This design comes from an exercise in tuning for small area, a short achievable clock period and few clock cycles per item on the open sky130 flow, not from production work.
Power and IR drop assume default switching activity.

Setup of v22:
==> flow/design.v <==
module cdt_builder (
    input  wire        clk,
    input  wire        rst,             
    input  wire [4:0]  cfg_k,
    input  wire [10:0] cfg_min_used,
    input  wire [10:0] cfg_max_used,
    input  wire [15:0] cfg_max_width,
    input  wire [2:0]  cfg_interp,
    input  wire        in_valid,
    output wire        in_ready,
    input  wire [24:0] in_count,
    output reg         out_valid,
    output reg  [9:0]  out_code,
    output reg  [15:0] out_entry,
    output reg  [9:0]  out_fine,
    output reg         out_wrap,
    output reg         res_valid,
    output wire [2:0]  res_interp,
    output reg         res_accept,
    output wire [10:0] res_used,
    output wire [24:0] res_widest,
    output reg         res_event,
    output wire [7:0]  res_acc_mask
);
    reg         v1;
    wire [9:0]  cprev = out_code + {8'd0, v0 & v1, v0 ^ v1};
    reg         first;
    reg         last;
    reg  [2:0]  st;             
    reg         rdy;            
    reg  [4:0]  k_nx;           
    assign in_ready = rdy;
    wire        take  = in_valid & in_ready;       
    wire        clr   = first & in_ready;
    reg  [24:0] h0;             
    reg         v0;
    reg  [4:0]  k_q;            
    reg  [10:0] min_used_q;
    reg  [10:0] max_used_q;
    reg  [15:0] max_width_q;
    reg  [2:0]  interp_q;
    wire [4:0]  k_in  = {cfg_k[3], cfg_k[2:0] == 3'd7, cfg_k[2:0] == 3'd6,
                         cfg_k[2:0] == 3'd5, cfg_k[2:0] == 3'd4};
    wire [4:0]  k_now = first ? k_nx : k_q;
    reg         chk;            
    wire        fin = v0 & first;           
    reg  [2:0]  hold;
    always @(*) begin
        hold = k_q[0] ? 3'd5 : k_q[1] ? 3'd4 : 3'd3;
    end
    always @(*) begin
        h0_d = ({25{take & k_now[0]}} & (in_count << 4)) |
               ({25{take & k_now[1]}} & (in_count << 3)) |
               ({25{take & k_now[2]}} & (in_count << 2)) |
               ({25{take & k_now[3]}} & (in_count << 1)) |
               ({25{take & k_now[4]}} & in_count) |
               ({25{fin}} & {1'b0, max_width_q, 8'd1});
    end
    reg  [24:0] h0_d;
    always @(posedge clk) begin
        h0    <= h0_d;
        k_nx  <= k_in;
        if (rst) begin
            st    <= 3'd0;
            rdy   <= 1'b0;
            first <= 1'b1;
            last  <= 1'b0;
            v0    <= 1'b0;
            chk   <= 1'b0;
        end else begin
            v0  <= take;
            chk <= fin;
            if (take) begin
                first <= last;
                last  <= (cprev == 10'd1021);
            end
            if (take & last)
                st <= hold;
            else if (st != 3'd0)
                st <= st - 3'd1;
            rdy <= ~(take & last) & ((st == 3'd0) | (st == 3'd1)) &
                   (~(take ? last : first) | in_valid);
        end
        if (clr) begin
            k_q         <= k_in;
            min_used_q  <= cfg_min_used;
            max_used_q  <= cfg_max_used;
            max_width_q <= cfg_max_width;
            interp_q    <= cfg_interp;
        end
    end
    reg  [12:0] a_lo;
    reg  [12:0] a_hi;
    reg         a_c;
    reg  [10:0] used;
    reg  [24:0] widest;         
    reg         ge_min;         
    reg         over_max;       
    wire [13:0] s_lo_d = {1'b0, a_lo} + {1'b0, h0[12:0]};
    wire [12:0] s_hi_d = a_hi + {1'b0, h0[24:13]} + {12'd0, a_c};
    wire [13:0] a_lo_d = {1'b0, a_lo} + {1'b0, h0[11:0], 1'b0};
    wire [12:0] a_hi_d = a_hi + h0[24:12] + {12'd0, a_c};
    wire        nz    = v0 & (|h0);
    wire        gt    = h0 > widest;
    reg         shift;
    always @(*) begin
        shift = (k_q[0] & (st >= 3'd1) & (st <= 3'd4)) |
                (k_q[1] & (st >= 3'd1) & (st <= 3'd3)) |
                (k_q[2] & (st >= 3'd1) & (st <= 3'd2)) |
                (k_q[3] & (st == 3'd2));
    end
    always @(posedge clk) begin
        a_lo <= clr ? 13'd256 : a_lo_d[12:0];
        a_hi <= clr ? 13'd0   : a_hi_d;
        a_c  <= ~clr & a_lo_d[13];
        used <= clr ? 11'd0 : (used + {10'd0, nz});
        if (shift)
            widest <= widest >> 1;
        else if (clr | (v0 & gt))
            widest <= h0;
        ge_min   <= ~clr & (ge_min | (used == min_used_q));
        over_max <= ~clr & (over_max | (nz & (used == max_used_q)));
    end
    reg  [12:0] s_hi;           
    reg         s_c;
    reg  [3:0]  s_mid;          
    wire [12:0] e_hi      = s_hi + {12'd0, s_c};           
    wire [16:0] e17       = {e_hi, s_mid};                 
    wire [15:0] entry     = e17[15:0] | {16{e17[16]}};
    wire [12:0] fine_sum  = s_hi + {11'd0, 1'b1, s_c};
    wire [10:0] fine_full = fine_sum[12:2];
    always @(posedge clk) begin
        s_hi  <= s_hi_d;
        s_c   <= s_lo_d[13];
        s_mid <= s_lo_d[12:9];
        if (rst) begin
            v1        <= 1'b0;
            out_valid <= 1'b0;
            out_code  <= 10'h3FF;
        end else begin
            v1        <= v0;
            out_valid <= v1;
            out_code  <= out_code + {9'd0, v1};
        end
        out_entry <= entry;
        out_fine  <= fine_full[9:0];
        out_wrap  <= fine_full[10];
    end
    wire        used_ok = (ge_min | (used == min_used_q)) & ~over_max;
    reg  [3:0]  run [0:7];
    reg  [7:0]  acc_mask;
    integer     i;
    wire        judge = (st == 3'd1);
    wire [3:0]  run_sel = run[interp_q];
    wire [3:0]  run_new = res_accept ? 4'd0 :
                          (run_sel == 4'b1100) ? 4'b1100 :
                          {run_sel[2:0], ~(run_sel[3] ^ run_sel[2])};
    always @(posedge clk) begin
        if (chk)
            res_accept <= gt & used_ok;
        res_event <= ~res_accept & (run_sel == 4'b0110);
        if (rst) begin
            res_valid <= 1'b0;
            acc_mask  <= 8'd0;
            for (i = 0; i < 8; i = i + 1)
                run[i] <= 4'd0;
        end else begin
            res_valid <= judge;
            for (i = 0; i < 8; i = i + 1)
                if (judge && interp_q == i) begin
                    run[i] <= run_new;
                    if (res_accept)
                        acc_mask[i] <= 1'b1;
                end
        end
    end
    assign res_interp   = interp_q;
    assign res_used     = used;
    assign res_widest   = widest;
    assign res_acc_mask = acc_mask;
endmodule
export LEC_CHECK = 0
export CAP_MARGIN = 20
export CORE_MARGIN = 2
export CORE_UTILIZATION = 50
export CTS_CLUSTER_DIAMETER = 100
export CTS_CLUSTER_SIZE = 20
export SETUP_SLACK_MARGIN = 3.6
export SLEW_MARGIN = 20
export TNS_END_PERCENT = 10
create_clock -name core_clock -period 6.0 [get_ports {clk}]
standard.sh (not shown) runs the stock make flow with config.mk's settings and CLKGATE_MAP_FILE= SYNTH_SCRIPT=/design/flow/synth_recipe.tcl, a recipe that flattens the netlist after the stock synthesis.
==> flow/flow/run.sh <==
#!/bin/bash
# The standard layout, with buf_1 (rather than the default buffer) on the
# input and output ports; every port still gets its own buffer.
set -o pipefail
bash standard.sh "BUFFER_PORTS_ARGS=-buffer_cell sky130_fd_sc_hd__buf_1" finish > standard_make.log 2>&1
Modified inputs, v7 compared to v22
==> flow/design.v <==
module cdt_builder (
    input  wire        clk,
    input  wire        rst,             
    input  wire [4:0]  cfg_k,
    input  wire [10:0] cfg_min_used,
    input  wire [10:0] cfg_max_used,
    input  wire [15:0] cfg_max_width,
    input  wire [2:0]  cfg_interp,
    input  wire        in_valid,
    output wire        in_ready,
    input  wire [24:0] in_count,
    output reg         out_valid,
    output reg  [9:0]  out_code,
    output reg  [15:0] out_entry,
    output reg  [9:0]  out_fine,
    output reg         out_wrap,
    output reg         res_valid,
    output wire [2:0]  res_interp,
    output reg         res_accept,
    output wire [10:0] res_used,
    output wire [24:0] res_widest,
    output reg         res_event,
    output wire [7:0]  res_acc_mask
);
    reg         v1;
    wire [9:0]  cprev = out_code + {8'd0, v0 & v1, v0 ^ v1};
    reg         first;
    reg         last;
    reg  [2:0]  st;             
    reg         rdy;            
    assign in_ready = rdy;
    wire        take  = in_valid & in_ready;       
    wire        clr   = first & in_ready;
    reg  [24:0] h0;             
    reg         v0;
    reg  [4:0]  k_q;            
    reg  [10:0] min_used_q;
    reg  [10:0] max_used_q;
    reg  [15:0] max_width_q;
    reg  [2:0]  interp_q;
    wire [4:0]  k_in  = {cfg_k[3], cfg_k[2:0] == 3'd7, cfg_k[2:0] == 3'd6,
                         cfg_k[2:0] == 3'd5, cfg_k[2:0] == 3'd4};
    wire [4:0]  k_now = first ? k_in : k_q;
    reg         chk;            
    wire        fin = v0 & first;           
    reg  [2:0]  hold;
    always @(*) begin
        hold = k_q[0] ? 3'd5 : k_q[1] ? 3'd4 : 3'd3;
    end
    always @(*) begin
        h0_d = ({25{take & k_now[0]}} & (in_count << 4)) |
               ({25{take & k_now[1]}} & (in_count << 3)) |
               ({25{take & k_now[2]}} & (in_count << 2)) |
               ({25{take & k_now[3]}} & (in_count << 1)) |
               ({25{take & k_now[4]}} & in_count) |
               ({25{fin}} & {1'b0, max_width_q, 8'd1});
    end
    reg  [24:0] h0_d;
    always @(posedge clk) begin
        h0    <= h0_d;
        if (rst) begin
            st    <= 3'd0;
            rdy   <= 1'b1;
            first <= 1'b1;
            last  <= 1'b0;
            v0    <= 1'b0;
            chk   <= 1'b0;
        end else begin
            v0  <= take;
            chk <= fin;
            if (take) begin
                first <= last;
                last  <= (cprev == 10'd1021);
            end
            if (take & last)
                st <= hold;
            else if (st != 3'd0)
                st <= st - 3'd1;
            rdy <= ~(take & last) & ((st == 3'd0) | (st == 3'd1));
        end
        if (clr) begin
            k_q         <= k_in;
            min_used_q  <= cfg_min_used;
            max_used_q  <= cfg_max_used;
            max_width_q <= cfg_max_width;
            interp_q    <= cfg_interp;
        end
    end
    reg  [12:0] a_lo;
    reg  [12:0] a_hi;
    reg         a_c;
    reg  [10:0] used;
    reg  [24:0] widest;         
    reg         ge_min;         
    reg         over_max;       
    wire [13:0] s_lo_d = {1'b0, a_lo} + {1'b0, h0[12:0]};
    wire [12:0] s_hi_d = a_hi + {1'b0, h0[24:13]} + {12'd0, a_c};
    wire [13:0] a_lo_d = {1'b0, a_lo} + {1'b0, h0[11:0], 1'b0};
    wire [12:0] a_hi_d = a_hi + h0[24:12] + {12'd0, a_c};
    wire        nz    = v0 & (|h0);
    wire        gt    = h0 > widest;
    reg         shift;
    always @(*) begin
        shift = (k_q[0] & (st >= 3'd1) & (st <= 3'd4)) |
                (k_q[1] & (st >= 3'd1) & (st <= 3'd3)) |
                (k_q[2] & (st >= 3'd1) & (st <= 3'd2)) |
                (k_q[3] & (st == 3'd2));
    end
    always @(posedge clk) begin
        a_lo <= clr ? 13'd256 : a_lo_d[12:0];
        a_hi <= clr ? 13'd0   : a_hi_d;
        a_c  <= ~clr & a_lo_d[13];
        used <= clr ? 11'd0 : (used + {10'd0, nz});
        if (shift | clr | chk | gt)
            widest <= shift ? (widest >> 1) : clr ? 25'd0 : chk ? widest : h0;
        ge_min   <= ~clr & (ge_min | (used == min_used_q));
        over_max <= ~clr & (over_max | (nz & (used == max_used_q)));
    end
    reg  [12:0] s_hi;           
    reg         s_c;
    reg  [3:0]  s_mid;          
    wire [12:0] e_hi      = s_hi + {12'd0, s_c};           
    wire [16:0] e17       = {e_hi, s_mid};                 
    wire [15:0] entry     = e17[15:0] | {16{e17[16]}};
    wire [12:0] fine_sum  = s_hi + {11'd0, 1'b1, s_c};
    wire [10:0] fine_full = fine_sum[12:2];
    always @(posedge clk) begin
        s_hi  <= s_hi_d;
        s_c   <= s_lo_d[13];
        s_mid <= s_lo_d[12:9];
        if (rst) begin
            v1        <= 1'b0;
            out_valid <= 1'b0;
            out_code  <= 10'h3FF;
        end else begin
            v1        <= v0;
            out_valid <= v1;
            out_code  <= out_code + {9'd0, v1};
        end
        out_entry <= entry;
        out_fine  <= fine_full[9:0];
        out_wrap  <= fine_full[10];
    end
    wire        used_ok = (ge_min | (used == min_used_q)) & ~over_max;
    reg  [3:0]  run [0:7];
    reg  [7:0]  acc_mask;
    integer     i;
    wire        judge = (st == 3'd1);
    reg  [3:0]  run_sel;        
    wire [3:0]  run_new = res_accept ? 4'd0 :
                          (run_sel == 4'b1100) ? 4'b1100 :
                          {run_sel[2:0], ~(run_sel[3] ^ run_sel[2])};
    always @(posedge clk) begin
        if (chk)
            res_accept <= gt & used_ok;
        run_sel   <= run[interp_q];
        res_event <= ~res_accept & (run_sel == 4'b0110);
        if (rst) begin
            res_valid <= 1'b0;
            acc_mask  <= 8'd0;
            for (i = 0; i < 8; i = i + 1)
                run[i] <= 4'd0;
        end else begin
            res_valid <= judge;
            for (i = 0; i < 8; i = i + 1)
                if (judge && interp_q == i) begin
                    run[i] <= run_new;
                    if (res_accept)
                        acc_mask[i] <= 1'b1;
                end
        end
    end
    assign res_interp   = interp_q;
    assign res_used     = used;
    assign res_widest   = widest;
    assign res_acc_mask = acc_mask;
endmodule
Notes after the runs:
Of v7 and v22, v22 shows the lower xor/xnor cell area share of the yosys netlist, with v7 above it. In the tables for v7 and v22, reg-to-reg setup timing slack reads lower with v7. Fmax (v7 vs. v22) decreases by a few percent. v7 against v22: combinational power went up by 40%; post-synthesis instance area went down by 1.5%. Looking only at final routed wire length divided by cell count, and setting everything else aside, the lower value of v7 and v22 goes to v7. As of v7, number of clock sinks had fallen slightly compared to v22. Number of rows in the core area came out exactly the same in v7 and v22. NOTE post-route standard cell area excluding fillers v22->v7 decreased by a few percent. Comparing v7 and v22, sequential cell area share is lower on v22. Lower sequential cell count among v7 and v22: v7. Changes observed in v7 relative to v22: power per cell area climbed 20%, final critical path time including I/O delays and setup climbed 130 ps.
No run of this note included a check of the RTL's function; only the layout flow was run.

[static timing again, ports no longer ideal]
The flow's constraints put no driver on any port. The routed layouts listed below were extracted and timed again, unchanged, in two steps.
Step 1 assumes that a clkbuf_16 drives the clock port and a buf_2 every other input.
Step 2, shift: input delay + t, output delay - t, t = (earliest + latest rising clock arrival at the registers) / 2. This alone moves slack from input paths to output paths.
Three values: no drivers, after step 1, after step 2; two values: the first two.
run	t (ns)	setup WS [ns]	clock arrival spread, ns
v22	0.552	3.522 / 3.471 / 3.491	0.018 / 0.018
v7	0.542	3.391 / 3.341 / 3.426	0.029 / 0.029
After both steps setup and hold are still met in every run listed. For v22, which loses most, drivers alone change the setup slack by -0.051 ns; drivers and shift together by -0.031 ns.
